From an optimization exercise on the open Yosys and OpenROAD flow, aimed at small area, a short achievable clock period and few clock cycles per item; shortcuts taken in it are not production practice. At most, simulation tests tie the RTL to the original design; equivalence was not proved.

Design flow_hash, start of the top module:
module flow_hash (
    input  wire         clk,
    input  wire         rst,
    input  wire [63:0]  hash_key0,
    input  wire [63:0]  hash_key1,
    input  wire [4:0]   bucket_bits,
    input  wire         in_valid,
    output wire         in_ready,
    input  wire         in_ipv6,
    input  wire         in_sym,
    input  wire [7:0]   in_proto,
    input  wire [15:0]  in_zone,
    input  wire [15:0]  in_sport,
    input  wire [15:0]  in_dport,
    input  wire [127:0] in_saddr,
    input  wire [127:0] in_daddr,
    output wire         out_valid,
    input  wire         out_ready,
    output wire [63:0]  out_hash,
    output wire [3:0]   out_shard,
    output wire [21:0]  out_bucket,
    output wire [15:0]  out_group,
    output wire         out_key_swap
);
Settings: LEC_CHECK=0, CAP_MARGIN=20, CORE_MARGIN=2, CORE_UTILIZATION=60, SETUP_SLACK_MARGIN=5, SLEW_MARGIN=20, SYNTH_HIERARCHICAL=1, SYNTH_MINIMUM_KEEP_SIZE=0; clock period 11.0 ns.
standard.sh (not shown) runs the stock make flow with config.mk's settings and CLKGATE_MAP_FILE= SYNTH_SCRIPT=/design/flow/synth_recipe.tcl, a recipe that flattens the netlist after the stock synthesis.
==> flow/flow/run.sh <==
#!/bin/bash
bash standard.sh SETUP_SLACK_MARGIN=6 finish > standard.log 2>&1
The baseline ended with an error in global routing.
Edit:
==> flow/flow/run.sh (replaced) <==
#!/bin/bash
bash standard.sh SETUP_SLACK_MARGIN=7 finish > standard.log 2>&1
- The new run aborted during global routing with GRT-0116
- synthesized cell count does not change
- area after synthesis stays the same
No functional check of the RTL was part of any run of this note.

---

## v52
flow_hash, a different RTL version from the one above (not shown whole).
Size in the first run: ~5900 cells after synthesis, ~560 I/O pins, ~54000 µm² of cells after synthesis.
clock: 11.0 ns
lec_check: 0
cap_margin: 20
core_margin: 2
core_utilization: 45
setup_slack_margin: 5
slew_margin: 20
synth_hierarchical: 1
synth_minimum_keep_size: 0
==> flow/flow/run.sh <==
#!/bin/bash
bash standard.sh SETUP_SLACK_MARGIN=6 finish > standard.log 2>&1
v52 reached the final stage; the timing, DRC and antenna checks on its layout passed.
Testbench counts of v52, summed over its fixed seeds: cycles 37,616, items 3,200.
The following lists how v23 was set up differently from v52:
- CTS_CLUSTER_SIZE: unset -> 20
- CTS_BUF_LIST: unset -> sky130_fd_sc_hd__clkbuf_8
==> flow/flow/run.sh <==
#!/bin/bash
bash standard.sh SETUP_SLACK_MARGIN=6 \
    "BUFFER_PORTS_ARGS=-buffer_cell sky130_fd_sc_hd__buf_1" \
    finish > standard.log 2>&1
[summary]
- Run comparison: v52 last element of the critical path mw[19]; v23 last element of the critical path mw[27]
- NOTE: count of cell instances traversed by the critical path in v23 exceeds that of v52
- Going from v52 to v23, the setup slack was found to have gone up by 0.046 ns.
- On v23: global-route track usage on met3 is 0.64 points higher than what v52 gave.
--- input diff v23..v37 ---
- a deleted CTS_CLUSTER_SIZE that had been 20
- a deleted CTS_BUF_LIST that had been sky130_fd_sc_hd__clkbuf_8
-- flow/flow/run.sh --
<<< v23, line 3
    "BUFFER_PORTS_ARGS=-buffer_cell sky130_fd_sc_hd__buf_1" \
>>> v37, line 3
    "BUFFER_PORTS_ARGS=-buffer_cell sky130_fd_sc_hd__buf_2" \
Notes after the runs:
Compared with v23, v37 shows critical path depth that has gone down by a little under 10%.
Comparing the two runs side by side, v37 comes out ahead of v23 on setup clock skew after layout.
v23 -> v37: met3 usage in global routing flat
v37 vs v23 — count of buffers not belonging to the clock network in the layout dropped by a few percent
Compared to v23, v37 has number of detailed-route iterations in the first pass 1 lower.
Changes observed in v37 relative to v23: via count normalized by instance count stayed essentially flat; antenna diode count now sits higher.
Max growth of design area from synthesis to finish across v23 and v37: v37
Between v23 and v37, the final wirelength figures differ only marginally.
Fraction of layout instances using a drive strength above 1 is lower on v23

---

flow_hash, a different RTL version from the one above (not shown whole).
For scale: about 560 I/O pins, about 0.055 sq mm of cells after synthesis.
Settings: LEC_CHECK=0, CAP_MARGIN=20, CORE_MARGIN=2, CORE_UTILIZATION=45, CTS_BUF_LIST=sky130_fd_sc_hd__clkbuf_8, CTS_CLUSTER_SIZE=20, SETUP_SLACK_MARGIN=5, SLEW_MARGIN=20, SYNTH_HIERARCHICAL=1, SYNTH_MINIMUM_KEEP_SIZE=0; clock period 11.0 ns.
==> flow/flow/run.sh <==
#!/bin/bash
bash standard.sh SETUP_SLACK_MARGIN=5.75 \
    "BUFFER_PORTS_ARGS=-buffer_cell sky130_fd_sc_hd__buf_1" \
    finish > standard.log 2>&1
Testbench counts at the start, summed over its fixed seeds: cycles 37,616, items 3,200.
==> next run, changes <==
==> flow/flow/run.sh (replaced) <==
#!/bin/bash
bash standard.sh SETUP_SLACK_MARGIN=6.5 \
    "BUFFER_PORTS_ARGS=-buffer_cell sky130_fd_sc_hd__buf_1" \
    finish > standard.log 2>&1
Via count rises by about 6%.
Global-route usage rises by 2.2 points.
Final area rises by about 17%.
Setup slack is better by 0.31 ns.
Non-clock buffer count rises by 370.
Clock skew rises by 0.0050 ns.
==> next run, changes <==
==> flow/flow/run.sh (replaced) <==
#!/bin/bash
bash standard.sh SETUP_SLACK_MARGIN=6 \
    "BUFFER_PORTS_ARGS=-buffer_cell sky130_fd_sc_hd__buf_1" \
    finish > standard.log 2>&1
- CORE_UTILIZATION: 45 -> 42
Synthesized cell count stays the same.
Critical path depth does not change.
Final cell count decreases by 1.4%.
Non-clock buffer count decreases by 268.
Worst hold slack is about the same.
==> next run, changes <==
==> flow/flow/run.sh (replaced) <==
#!/bin/bash
bash standard.sh SETUP_SLACK_MARGIN=6 \
    "BUFFER_PORTS_ARGS=-buffer_cell sky130_fd_sc_hd__buf_2" \
    finish > standard.log 2>&1
- CORE_UTILIZATION: 42 -> 45
- CTS_BUF_LIST: sky130_fd_sc_hd__clkbuf_8 -> default
- CTS_CLUSTER_SIZE: 20 -> default
Result: Cell count is lower by 2.6%; setup slack improves by 0.086 ns; register-to-register slack is better by 0.09 ns.

[static timing again, ports no longer ideal]
The results above use ideal ports. As a check the final layouts listed here were re-extracted and re-timed, cells and wires unchanged.
Step 1 assumes that a clkbuf_16 drives the clock port and a buf_2 every other input.
Step 2, shift: input delay + t, output delay - t, t = (earliest + latest rising clock arrival at the registers) / 2. This alone moves slack from input paths to output paths.
Slacks: no drivers / after step 1 / after step 2; pairs: no drivers / after step 1.
| run | t (ns) | slack for setup (ns) | worst hold slack (ns) | cell pins on the clock port's net |
|---|---|---|---|---|
| v52 | 0.775 | 5.812 / 5.812 / 5.503 | 0.496 / 0.496 / 0.496 | 1 |
| v23 | 0.920 | 5.858 / 5.858 / 5.821 | 0.486 / 0.486 / 0.486 | 1 |
| v37 | 0.782 | 5.823 / 5.823 / 5.823 | 0.502 / 0.502 / 0.502 | 1 |
| the first run of note 3 | 0.977 | 5.668 / 5.668 / 5.668 | 0.488 / 0.488 / 0.488 | 1 |
| the second run of note 3 | 0.982 | 5.977 / 5.977 / 5.769 | 0.480 / 0.480 / 0.480 | 1 |
| the third run of note 3 | 0.975 | 5.855 / 5.855 / 5.705 | 0.482 / 0.482 / 0.482 | 1 |
| the fourth run of note 3 | 0.775 | 5.941 / 5.941 / 5.797 | 0.494 / 0.494 / 0.494 | 1 |
After both steps every run listed still meets setup and hold. The setup slack of v52, which loses most, moves by 0.000 ns with the drivers and by -0.309 ns with both steps.
